What follows belongs to an exercise in optimizing a design on an open flow for small area, a short achievable clock period and few clock cycles per item; a production flow would make more cautious choices.
Function was checked by simulation only, so behaviour that the tests miss may differ from the original.
Power figures rest on the tool's default switching activity, not on a simulated workload.

==> flow/design.v (excerpt) <==
module comb_mgr (
    input             clk,
    input             rst,
    input             cmd_valid,
    output            cmd_ready,
    input      [2:0]  cmd_op,
    input      [23:0] cmd_arg,
    input      [7:0]  cmd_tag,
    input             cmd_fallback,
    output reg        rsp_valid,
    output reg        rsp_ok,
    output reg [31:0] rsp_data
);
Size: about 7600 cells after synthesis, ~74 I/O pins, ~0.087 sq mm of cells after synthesis.
Settings: LEC_CHECK=0, CAP_MARGIN=20, CORE_MARGIN=2, CORE_UTILIZATION=40, SLEW_MARGIN=20; clock period 12.0 ns.
run.sh (not shown) runs the stock make flow with config.mk's settings and CLKGATE_MAP_FILE= SYNTH_SCRIPT=/design/flow/synth_recipe.tcl, a recipe that flattens the netlist after the stock synthesis.
Testbench counts at the start, summed over its fixed seeds: cycles 24,104, items 24,072.
Then changed:
==> flow/flow/run.sh (new file) <==
#!/bin/bash
# Standard ORFS layout, with timing repair aimed at a slack margin below the
# clock period and clock tree synthesis without dummy loads.
set -euo pipefail
bash standard.sh SETUP_SLACK_MARGIN=8.2 TNS_END_PERCENT=20 \
  "CTS_ARGS=-sink_clustering_enable -repair_clock_nets -dont_use_dummy_load" \
  finish > standard_make.log 2>&1
==> flow/standard.sh (new file) <==
#!/bin/bash
# synth_recipe.tcl (not shown) runs the flow's synth.tcl, then flattens the netlist and writes it again
# the make line also repeats each setting of config.mk as NAME=value (left out here)
make -C /OpenROAD-flow-scripts/flow DESIGN_CONFIG=/design/flow/config.mk WORK_HOME=/design/flow/orfs CLKGATE_MAP_FILE= SYNTH_SCRIPT=/design/flow/synth_recipe.tcl "${@:-finish}"
- ABC_CLOCK_PERIOD_IN_PS: not set -> 3500
removed: flow/run.sh
Total power came out higher by about 3%.
Via count came out higher by 5.6%.
Design area came out higher by about 7%.
Die area does not change.
Global-route usage came out higher by 2.6 points.
Critical path depth came out higher by 5.
Register-to-register slack improved by 2.1 ns.
Clock-buffer cell count came out lower by 62.
Non-clock buffer count came out higher by 318.

---

the previous run:
comb_mgr, a different RTL version from the one above (not shown whole).
Size in the first run: ~1800 flip-flops, ~74 I/O pins, ~0.088 mm2 of cells after synthesis.
==> flow/config.mk <==
export PLATFORM = sky130hd
export DESIGN_NAME = comb_mgr
export DESIGN_NICKNAME = comb_mgr
export VERILOG_FILES = /design/flow/design.v
export SDC_FILE = /design/flow/constraint.sdc
export NUM_CORES = 4
export LEC_CHECK = 0
export ABC_CLOCK_PERIOD_IN_PS = 3500
export CAP_MARGIN = 20
export CORE_MARGIN = 2
export CORE_UTILIZATION = 40
export SLEW_MARGIN = 20
==> flow/constraint.sdc <==
create_clock -name core_clock -period 12.0 [get_ports {clk}]
set_input_delay 2.4000 -clock core_clock [delete_from_list [all_inputs] [get_ports {clk}]]
set_output_delay 2.4000 -clock core_clock [all_outputs]
set_load 0.01 [all_outputs]
standard.sh (not shown) runs the stock make flow with config.mk's settings and CLKGATE_MAP_FILE= SYNTH_SCRIPT=/design/flow/synth_recipe.tcl, a recipe that flattens the netlist after the stock synthesis.
==> flow/flow/run.sh <==
#!/bin/bash
# Standard ORFS layout (standard.sh), with two changes made through make
# variables: timing repair aims at a setup slack margin well inside the
# clock period, and clock tree synthesis uses larger sink clusters and no
# dummy loads. make's full output goes to standard_make.log; each ORFS step
# keeps its own log under orfs/logs/.
set -euo pipefail
bash standard.sh SETUP_SLACK_MARGIN=8.65 TNS_END_PERCENT=100 \
  "CTS_ARGS=-sink_clustering_enable -repair_clock_nets -dont_use_dummy_load -sink_clustering_size 22 -sink_clustering_max_diameter 100" \
  finish > standard_make.log 2>&1
The previous run: PASS, flow complete, no timing, DRC or antenna violations
Testbench counts of the previous run, summed over its fixed seeds: cycles 24,112, items 24,072.
### the previous run -> the current run
--- a/flow/flow/run.sh
+++ b/flow/flow/run.sh
@@ -8 +8 @@
-bash standard.sh SETUP_SLACK_MARGIN=8.65 TNS_END_PERCENT=100 \
+bash standard.sh SETUP_SLACK_MARGIN=8.5 TNS_END_PERCENT=100 \
==> comparison <==
Changes observed in the current run relative to the previous run: fraction of area in registers went up 0.80 points; share of total power in combinational logic moved down; final net count dropped 107; area after synthesis did not really move. For count of plain and timing-repair buffers in the layout, dividing the value from the current run by the value from the previous run gives 0.72. Share of the core filled with cells in the final layout delta for the current run relative to the previous run: 0.84 points lower. Comparing the previous run with the current run, the relative area of clock buffers and inverters in the final design came out essentially unchanged. The current run ends up with a setup slack after layout that is 0.074 ns higher than in the previous run. Against the previous run as the reference, the current run delivers a higher clock buffer count.

---

== north ==
comb_mgr, a different RTL version from the one above (not shown whole).
Size in the first run: ~1,800 flip-flops, roughly 74 I/O pins, about 88,000 um^2 of cells after synthesis.
==> flow/config.mk <==
export PLATFORM = sky130hd
export DESIGN_NAME = comb_mgr
export DESIGN_NICKNAME = comb_mgr
export VERILOG_FILES = /design/flow/design.v
export SDC_FILE = /design/flow/constraint.sdc
export NUM_CORES = 4
export LEC_CHECK = 0
export ABC_CLOCK_PERIOD_IN_PS = 3500
export CAP_MARGIN = 20
export CORE_MARGIN = 2
export CORE_UTILIZATION = 40
export SLEW_MARGIN = 20
==> flow/constraint.sdc <==
create_clock -name core_clock -period 12.0 [get_ports {clk}]
set_input_delay 2.4000 -clock core_clock [delete_from_list [all_inputs] [get_ports {clk}]]
set_output_delay 2.4000 -clock core_clock [all_outputs]
set_load 0.01 [all_outputs]
==> flow/flow/run.sh <==
#!/bin/bash
# Standard ORFS layout (standard.sh), with two changes made through make
# variables: timing repair aims at a setup slack margin well inside the
# clock period, and clock tree synthesis uses larger sink clusters and no
# dummy loads. make's full output goes to standard_make.log; each ORFS step
# keeps its own log under orfs/logs/.
set -euo pipefail
bash standard.sh SETUP_SLACK_MARGIN=8.3 TNS_END_PERCENT=100 \
  "CTS_ARGS=-sink_clustering_enable -repair_clock_nets -dont_use_dummy_load -sink_clustering_size 22 -sink_clustering_max_diameter 100" \
  finish > standard_make.log 2>&1
Testbench counts of north, summed over its fixed seeds: cycles 24,112, items 24,072.
--- input diff north..south ---
--- a/flow/flow/run.sh
+++ b/flow/flow/run.sh
@@ -7,3 +7,3 @@
 set -euo pipefail
-bash standard.sh SETUP_SLACK_MARGIN=8.3 TNS_END_PERCENT=100 \
+bash standard.sh SETUP_SLACK_MARGIN=8.5 TNS_END_PERCENT=100 \
   "CTS_ARGS=-sink_clustering_enable -repair_clock_nets -dont_use_dummy_load -sink_clustering_size 22 -sink_clustering_max_diameter 100" \
- Summary of south over north: buffers inserted during post-CTS setup optimization went up, final net count went up, number of instances on the worst hold path did not really move, routed wire length went up, power did not really move.
- south vs. north: register bit total from synthesis saw little to no change; fill cell instance count of the final layout has decreased.
diff inputs: south => east
--- a/flow/flow/run.sh
+++ b/flow/flow/run.sh
@@ -7,3 +7,3 @@
 set -euo pipefail
-bash standard.sh SETUP_SLACK_MARGIN=8.5 TNS_END_PERCENT=100 \
+bash standard.sh SETUP_SLACK_MARGIN=8.4 TNS_END_PERCENT=100 \
   "CTS_ARGS=-sink_clustering_enable -repair_clock_nets -dont_use_dummy_load -sink_clustering_size 22 -sink_clustering_max_diameter 100" \
Results
Overall power after layout across south and east: no real change.
Looking at minimum clock period, east sits below south.
In the reports for south and east, the smaller combinational group power belongs to east.
Compare south and east | worst path setup slack after routing higher: east
Compared with south, east shows a lower wire length of the first global-routing pass.
For south and east, there was not a single run that failed to finish clean.
Relative to south, east improves worst slew slack as a fraction of its limit.

---

Another version of the RTL of comb_mgr (not shown whole).
For scale: about 1,800 flip-flops, about 74 I/O pins.
Settings: LEC_CHECK=0, ABC_CLOCK_PERIOD_IN_PS=3500, CAP_MARGIN=20, CORE_MARGIN=2, CORE_UTILIZATION=40, SLEW_MARGIN=20; clock period 12.0 ns.
==> flow/flow/run.sh <==
#!/bin/bash
# Standard ORFS layout (standard.sh), with two changes made through make
# variables: timing repair aims at a setup slack margin well inside the
# clock period, and clock tree synthesis uses larger sink clusters and no
# dummy loads. make's full output goes to standard_make.log; each ORFS step
# keeps its own log under orfs/logs/.
set -euo pipefail
bash standard.sh SETUP_SLACK_MARGIN=8.3 TNS_END_PERCENT=100 \
  "CTS_ARGS=-sink_clustering_enable -repair_clock_nets -dont_use_dummy_load -sink_clustering_size 22 -sink_clustering_max_diameter 100" \
  finish > standard_make.log 2>&1
The first run finished with timing, DRC and antenna clean.
Testbench counts at the start, summed over its fixed seeds: cycles 24,112, items 24,072.
Change:
--- a/flow/flow/run.sh
+++ b/flow/flow/run.sh
@@ -8 +8 @@
-bash standard.sh SETUP_SLACK_MARGIN=8.3 TNS_END_PERCENT=100 \
+bash standard.sh SETUP_SLACK_MARGIN=8.5 TNS_END_PERCENT=100 \
What happened:
- total power rises by 0.43%
- wire length came out lower by 1.3%
- sequential power is about the same
- global-route usage drops by 0.35 points
- clock-buffer cell count goes up by 4
- die area is unchanged

---

Another version of the RTL of comb_mgr (not shown whole).
Size: about 7,700 cells after synthesis, about 1,800 flip-flops.
==> flow/config.mk <==
export PLATFORM = sky130hd
export DESIGN_NAME = comb_mgr
export DESIGN_NICKNAME = comb_mgr
export VERILOG_FILES = /design/flow/design.v
export SDC_FILE = /design/flow/constraint.sdc
export NUM_CORES = 4
export LEC_CHECK = 0
export ABC_CLOCK_PERIOD_IN_PS = 3500
export CAP_MARGIN = 20
export CORE_MARGIN = 2
export CORE_UTILIZATION = 55
export SLEW_MARGIN = 20
==> flow/constraint.sdc <==
create_clock -name core_clock -period 12.0 [get_ports {clk}]
set_input_delay 2.4000 -clock core_clock [delete_from_list [all_inputs] [get_ports {clk}]]
set_output_delay 2.4000 -clock core_clock [all_outputs]
set_load 0.01 [all_outputs]
==> flow/flow/run.sh <==
#!/bin/bash
# Standard ORFS layout (standard.sh), with two changes made through make
# variables: timing repair aims at a setup slack margin well inside the
# clock period, and clock tree synthesis uses larger sink clusters and no
# dummy loads. make's full output goes to standard_make.log; each ORFS step
# keeps its own log under orfs/logs/.
set -euo pipefail
bash standard.sh SETUP_SLACK_MARGIN=8.3 TNS_END_PERCENT=100 \
  "CTS_ARGS=-sink_clustering_enable -repair_clock_nets -dont_use_dummy_load -sink_clustering_size 22 -sink_clustering_max_diameter 100" \
  finish > standard_make.log 2>&1
Testbench counts at the start, summed over its fixed seeds: cycles 24,112, items 24,072.
Edit:
Settings changed: CORE_UTILIZATION 55 to 40.
Outcome: The new run finished clean; flip-flop and latch count stays the same; register-to-register slack gains 110 ps; core utilization drops by 16 points; total power climbs by 0.94%; worst hold slack gains 4.9 ps; worst setup slack gains 110 ps; wire length drops by 1.7%.

what the ideal ports hide:
In the flow no input, the clock included, has a driving cell. The finished layouts below were timed again as built, in two steps. Step 1 assumes that a clkbuf_16 drives the clock port and a buf_2 every other input. Step 2 moves the port delays by t, midway between the first and last clock arrival at a register: inputs arrive t later, outputs are due t later. That takes back most of the time a late clock gives input paths. Slacks: ideal ports / drivers / drivers and shift; pairs: ideal ports / drivers.
run	shift t [ns]	slack for setup (ns)	worst setup path at the end
the first run of note 1	0.943	5.334 / 5.334 / 5.249	input to register
the second run of note 1	0.944	7.393 / 7.393 / 6.642	input to register
the previous run	0.831	8.125 / 8.156 / 7.326	input to register
the current run	0.838	8.199 / 8.234 / 7.397	input to register
north	0.853	8.239 / 8.239 / 7.719	input to register
south	0.861	8.337 / 8.247 / 8.012	input to register
east	0.855	8.344 / 8.253 / 8.016	input to register
the first run of note 4	0.864	8.214 / 8.214 / 7.558	input to register
the second run of note 4	0.852	8.344 / 8.247 / 7.622	input to register
the first run of note 5	0.832	7.988 / 7.988 / 7.534	input to register
the second run of note 5	0.854	8.102 / 8.102 / 7.595	input to register
After both steps setup and hold are still met in every run listed. The setup slack of the current run, which loses most, moves by +0.035 ns with the drivers and by -0.802 ns with both steps.
